This is an optimization exercise on Yosys and OpenROAD, whose aim is small area and a short achievable clock period, not a production implementation. In this exercise RTL edits were held to simulation tests only and were not proved equivalent to the original.

==> constraint.sdc <==
create_clock -name core_clock -period 40.0 [get_ports {clk}]
set_input_delay 8.0000 -clock core_clock [delete_from_list [all_inputs] [get_ports {clk}]]
set_output_delay 8.0000 -clock core_clock [all_outputs]
set_load 0.01 [all_outputs]
==> run.sh <==
#!/bin/bash
# synth_recipe.tcl (not shown) runs the flow's synth.tcl, then flattens the netlist and writes it again
# the make line also repeats each setting of config.mk as NAME=value (left out here)
make -C /OpenROAD-flow-scripts/flow DESIGN_CONFIG=/design/flow/config.mk WORK_HOME=/design/flow/orfs CLKGATE_MAP_FILE= SYNTH_SCRIPT=/design/flow/synth_recipe.tcl finish
==> config.mk <==
export PLATFORM = sky130hd
export DESIGN_NAME = ss8pack
export DESIGN_NICKNAME = ss8pack
export VERILOG_FILES = /design/flow/design.v
export SDC_FILE = /design/flow/constraint.sdc
export NUM_CORES = 4
export LEC_CHECK = 0
export CAP_MARGIN = 20
export CORE_MARGIN = 2
export CORE_UTILIZATION = 40
export SLEW_MARGIN = 20
==> design.v <==
module ss8pack (
    input  wire         clk,
    input  wire         rst,             
    input  wire         in_valid,
    input  wire [1:0]   in_mode,         
    input  wire         in_ftz,          
    input  wire [255:0] in_x,            
    input  wire [127:0] in_draw,         
    output reg          out_valid,
    output reg  [135:0] out_block,       
    output reg  [4:0]   out_flags
);
    reg         r_valid;
    reg [1:0]   r_mode;
    reg         r_ftz;
    reg [255:0] r_x;
    reg [127:0] r_draw;
    always @(posedge clk) begin
        if (rst) r_valid <= 1'b0;
        else     r_valid <= in_valid;
        r_mode <= in_mode;
        r_ftz  <= in_ftz;
        r_x    <= in_x;
        r_draw <= in_draw;
    end
    wire [15:0] sgn, is_zero, is_inf, is_nan, is_snan, nz_fin, flushed;
    wire [7:0]  ex   [0:15];
    wire [7:0]  mant [0:15];      
    wire [7:0]  effx [0:15];      
    wire [7:0]  mexp [0:15];      
    genvar i;
    generate
        for (i = 0; i < 16; i = i + 1) begin : dec
            wire [15:0] b  = r_x[16*i +: 16];
            wire        sub = (b[14:7] == 8'd0) && (b[6:0] != 7'd0);
            assign sgn[i]     = b[15];
            assign ex[i]      = b[14:7];
            assign flushed[i] = r_ftz && sub;
            assign is_zero[i] = ((b[14:7] == 8'd0) && (b[6:0] == 7'd0)) || flushed[i];
            assign is_inf[i]  = (b[14:7] == 8'hFF) && (b[6:0] == 7'd0);
            assign is_nan[i]  = (b[14:7] == 8'hFF) && (b[6:0] != 7'd0);
            assign is_snan[i] = is_nan[i] && !b[6];
            assign nz_fin[i]  = !is_zero[i] && (b[14:7] != 8'hFF);
            assign mant[i]    = {b[14:7] != 8'd0, b[6:0]};
            assign effx[i]    = (b[14:7] == 8'd0) ? 8'd1 : b[14:7];
            assign mexp[i]    = nz_fin[i] ? b[14:7] : 8'd0;
        end
    endgenerate
    reg [7:0] e0;
    integer k;
    always @(*) begin
        e0 = 8'd0;
        for (k = 0; k < 16; k = k + 1)
            if (mexp[k] > e0) e0 = mexp[k];
    end
    function [9:0] round_elem(input [7:0] m, input [8:0] sh,
                              input [1:0] mode, input [7:0] r);
        reg [31:0] w;
        reg [7:0]  ip, d;
        reg [15:0] rest;
        reg        far, up, inexact;
        reg [8:0]  sum;
        begin
            far = (sh > 9'd24);
            w = {m, 24'd0} >> (far ? 5'd24 : sh[4:0]);
            ip   = far ? 8'd0  : w[31:24];
            d    = far ? 8'd0  : w[23:16];
            rest = far ? {8'd0, m} : w[15:0];
            inexact = (d != 8'd0) || (rest != 16'd0);
            sum = {1'b0, d} + {1'b0, r};
            case (mode)
                2'd0:    up = d[7] && ((d[6:0] != 7'd0) || (rest != 16'd0) || ip[0]);
                2'd2:    up = sum[8];
                default: up = 1'b0;
            endcase
            round_elem = {inexact, {1'b0, ip} + {8'd0, up}};
        end
    endfunction
    wire [8:0] sh1 [0:15];
    wire [9:0] rnd1 [0:15];       
    wire [9:0] rnd2 [0:15];       
    wire [15:0] big1;
    generate
        for (i = 0; i < 16; i = i + 1) begin : rnd
            assign sh1[i]  = {1'b0, e0} + 9'd1 - {1'b0, effx[i]};
            assign rnd1[i] = nz_fin[i] ? round_elem(mant[i], sh1[i], r_mode, r_draw[8*i +: 8]) : 10'd0;
            assign rnd2[i] = nz_fin[i] ? round_elem(mant[i], sh1[i] + 9'd1, r_mode, r_draw[8*i +: 8]) : 10'd0;
            assign big1[i] = (rnd1[i][8:0] == 9'd128);
        end
    endgenerate
    wire any_big  = |big1;
    wire raise    = any_big && (e0 < 8'd254);
    wire clamp    = any_big && !raise;
    wire nonfinite = |(is_inf | is_nan);
    reg [135:0] blk;
    reg [4:0]   flg;
    reg [9:0]   rr;
    reg [7:0]   mag;
    integer j;
    always @(*) begin
        blk = 136'd0;
        flg = 5'd0;
        if (|flushed) flg[4] = 1'b1;
        if (nonfinite) begin
            blk[7:0] = 8'hFF;
            for (j = 0; j < 16; j = j + 1) begin
                if (is_inf[j])       blk[8*(j+1) +: 8] = sgn[j] ? 8'h81 : 8'h7F;
                else if (is_zero[j]) blk[8*(j+1) +: 8] = 8'h00;
                else                 blk[8*(j+1) +: 8] = 8'h80;
                if (is_snan[j] || nz_fin[j]) flg[0] = 1'b1;
            end
        end else begin
            blk[7:0] = raise ? e0 + 8'd1 : e0;
            for (j = 0; j < 16; j = j + 1) begin
                rr  = raise ? rnd2[j] : rnd1[j];
                mag = rr[7:0];
                if (clamp && big1[j]) begin
                    mag = 8'd127;
                    flg[1] = 1'b1;
                    flg[3] = 1'b1;
                end
                if (rr[9]) flg[3] = 1'b1;
                if (nz_fin[j] && mag == 8'd0) flg[2] = 1'b1;
                blk[8*(j+1) +: 8] = sgn[j] ? (8'd0 - mag) : mag;
            end
        end
    end
    always @(posedge clk) begin
        if (rst) out_valid <= 1'b0;
        else     out_valid <= r_valid;
        out_block <= blk;
        out_flags <= flg;
    end
endmodule
==> impl_metrics.json <==
{
  "outcome": "finished clean",
  "die_h_um": 431,
  "initial_core_util_pct": 40.3,
  "drt_pass1_iterations": 9,
  "ys_warn_count": 1,
  "layout_commonest_cell": "nor2_1",
  "antenna_found_initial": 34,
  "timing.rr.start": "r_x[19]$_DFF_P_",
  "synthFlopType": "dfxtp_1",
  "slew_viol_final": 0,
  "clock_skew_ns": 0.0527,
  "critPathLaunchType": "register",
  "num_vias": 88400,
  "clk_latency_ns": 0.74,
  "period_minus_slack_ns": 38.24,
  "tightest_slew_ns": 1.26,
  "drt_wl_total_mm": 377,
  "areaGrowthSynthToFinish_pct": 20.8,
  "synth.avg_cell_area_sq_um": 7.02,
  "cp-end-kind": "register",
  "overflow": 0,
  "setup_slack_ns": 1.76,
  "placed_cells_incl_taps": 13100,
  "synth.distinct_cells": 138,
  "cts_made_buffers": 67,
  "grt_usage_pct": 37.7,
  "crit_fanout": 16,
  "cp_common_cell": "ha_1",
  "fillers": 18200,
  "crit_path_top_delay_cell": "or4_1",
  "final_antenna_net_count": 0,
  "postPlaceCellArea_sq_um": 82200,
  "hold_depth": 1,
  "synth-edff-count": 0,
  "hold_path_class": "register to register",
  "drive_gt1_share_pct": 12.6,
  "drtIter0Drc": 10200,
  "boundaryPins": 532,
  "cts.sinks": 530,
  "fin_cells": 13400,
  "max_freq_mhz": 26.1,
  "core_area_sq_um": 181000,
  "ff2ff_setup_slack_ns": 1.76,
  "slew_headroom_pct": 15.0,
  "post_drt_wl_per_cell_um": 28.1,
  "post-route-period-util_pct": 95.6,
  "cts-root-buf": "clkbuf_16",
  "crit_type": "register to register",
  "cp_slowest_stage_delay_ns": 0.53,
  "min_to": "out_valid$_SDFF_PP0_",
  "cts_tree": "yes",
  "whs_ns": 0.440,
  "ff2ff_path_depth": 202,
  "syn_nets": 11400,
  "yosys.area.top_type_share_pct": 14.5,
  "final_cell_mix": "nor2_1 (1143), nand2_1 (1046), a21oi_1 (748), ha_1 (541), o21ai_0 (538)",
  "vias_per_cell": 6.58,
  "drc_errors": 0,
  "clk_pin_slew_ns": 0.06,
  "place_congestion": 1.05,
  "design.die.area_sq_um": 186000,
  "worstReg2RegEnd": "out_flags[2]$_SDFF_PP0_",
  "yosys-top-cells-area": "dfxtp_1 (15%), ha_1 (9.6%), nor2_1 (6.1%)",
  "fin_setup_tns_ns": 0,
  "post-place-ws_ns": -1.86,
  "synth-seq-area-share_pct": 14.5,
  "grt_pass1_vias": 81800,
  "synth.largest_area_cell": "dfxtp_1",
  "hpwlAfterDp_mm": 293,
  "syn_area_sq_um": 72900,
  "required_ns": 40.59,
  "finalHoldViolations": 0,
  "htree_levels": 3,
  "die_w_um": 431,
  "io_buffer_count": 531,
  "cp.arrival_ns": 38.83,
  "synthCells": 10400,
  "synthArstFlopShare_pct": 0,
  "grt_start_max_net_pins": 58,
  "ys_ff_latch": 530,
  "grt_pass1_wl_mm": 536,
  "fin_area_sq_um": 88100,
  "clock_path_buffers": 3,
  "nNetsFinal": 12000,
  "worstHoldStart": "r_valid$_SDFF_PP0_",
  "row_count": 156,
  "finalSetupViolations": 0,
  "drv_cap": 0
}
through the flow:
step | utilization, %
2_1_floorplan | -
3_3_place_gp | 45.4
3_5_place_dp | 45.4
4_1_cts | 46.9
5_1_grt | 48.7
6_report | 48.7
state kept, by name, summed over array words and instances, names as in the netlist:
signal / cells
r_mode: 2
r_valid: 1
out_flags: 5
r_ftz: 1
out_block: 136
r_x: 256
out_valid: 1
r_draw: 128
kinds of logic (layout without fill, tap and decap cells):
group | count (synthesis) | after routing | synth area share, %
other | 0 | 35 | 0
DFF | 530 | 530 | 14.5
xor gates and xnor gates | 415 | 415 | 5.35
AOI/OAI and AO/OA | 3180 | 3181 | 29.3
muxes | 452 | 452 | 6.80
buffers and inverters | 954 | 1587 | 5.16
adders and majority gates | 579 | 579 | 10.1
and+or+nand+nor | 4288 | 4291 | 28.7
worst max-delay path: cells and delay by family (launching register included):
| kind | cells | cell delay, ns |
|---|---|---|
| compound gates | 85 | 15.72 |
| buf+inv | 22 | 3.52 |
| flops | 1 | 0.31 |
| simple gates | 67 | 10.12 |
| fa+ha+maj | 20 | 5.97 |
| mux | 8 | 2.30 |
repair_timing:
action	CTS	global route
gates resized for setup	61	430
buffers inserted	23	124
hold buffers	0	0
pin swaps	13	112
setup endpoints to repair	138	139
gates cloned	1	11
area by class of cell:
cell class | count | area (sq um) | area share, %
repair buffers | 1084 | 9920 | 11.3
well taps | 2370 | 2970 | 3.37
inverters | 383 | 1440 | 1.63
clock buffers | 81 | 1830 | 2.08
clock inverters | 39 | 404 | 0.459
multi-input cells | 8918 | 60800 | 69.1
flip-flops and latches | 530 | 10600 | 12.0
diodes | 35 | 87.6 | 0.0994
worst max path at each step:
| stage | from | endpoint | slack (ns) | depth (start not counted) |
|---|---|---|---|---|
| finish | r_x[19]$_DFF_P_ | out_flags[2]$_SDFF_PP0_ | 1.76 | 202 |
| global route | r_x[19]$_DFF_P_ | out_flags[2]$_SDFF_PP0_ | -0.17 | 210 |
| CTS | r_x[1]$_DFF_P_ | out_flags[2]$_SDFF_PP0_ | 0.005 | 194 |
| detailed placement | r_x[1]$_DFF_P_ | out_flags[2]$_SDFF_PP0_ | -1.86 | 194 |
| global placement | r_x[1]$_DFF_P_ | out_flags[2]$_SDFF_PP0_ | -1.30 | 192 |
| floorplan | r_x[1]$_DFF_P_ | out_flags[2]$_SDFF_PP0_ | 0.05 | 210 |
per-layer routing:
metal	wire (um)	GRT usage, %	share of wire, %
met5	108	0	0.029
met4	29800	25.0	7.9
met2	166000	60.0	44
met1	149000	46.7	40
met3	32600	6.31	8.6
cells in the mapped netlist (259+ instances only):
cell type and number:
nor3_1 362, xnor2_1 259, a21oi_1 808, inv_1 364
mux2i_1 288, nand3_1 410, nand2_1 1051, nor2_1 1182
ha_1 562, dfxtp_1 530, o21ai_0 569, clkbuf_1 454

## separate check: timing with driven ports
The results above use ideal ports. As a check the final layout listed here was re-extracted and re-timed, cells and wires unchanged.
Step 1 (the two cells are an assumption about what drives the block):
set clk [get_ports {clk}]
set_driving_cell -lib_cell sky130_fd_sc_hd__clkbuf_16 $clk
set_driving_cell -lib_cell sky130_fd_sc_hd__buf_2 [delete_from_list [all_inputs] $clk]
Step 2 moves the port delays by t, midway between the first and last clock arrival at a register: inputs arrive t later, outputs are due t later. That takes back most of the time a late clock gives input paths.
a / b / c = ideal ports / drivers / drivers and shift; a / b = the first two.
t (ns): 0.804
setup WS [ns]: 1.758 / 1.758 / 1.758
worst hold slack (ns): 0.440 / 0.440 / 0.440
After both steps this run still meets setup and hold. For this run, drivers alone change the setup slack by 0.000 ns; drivers and shift together by 0.000 ns.
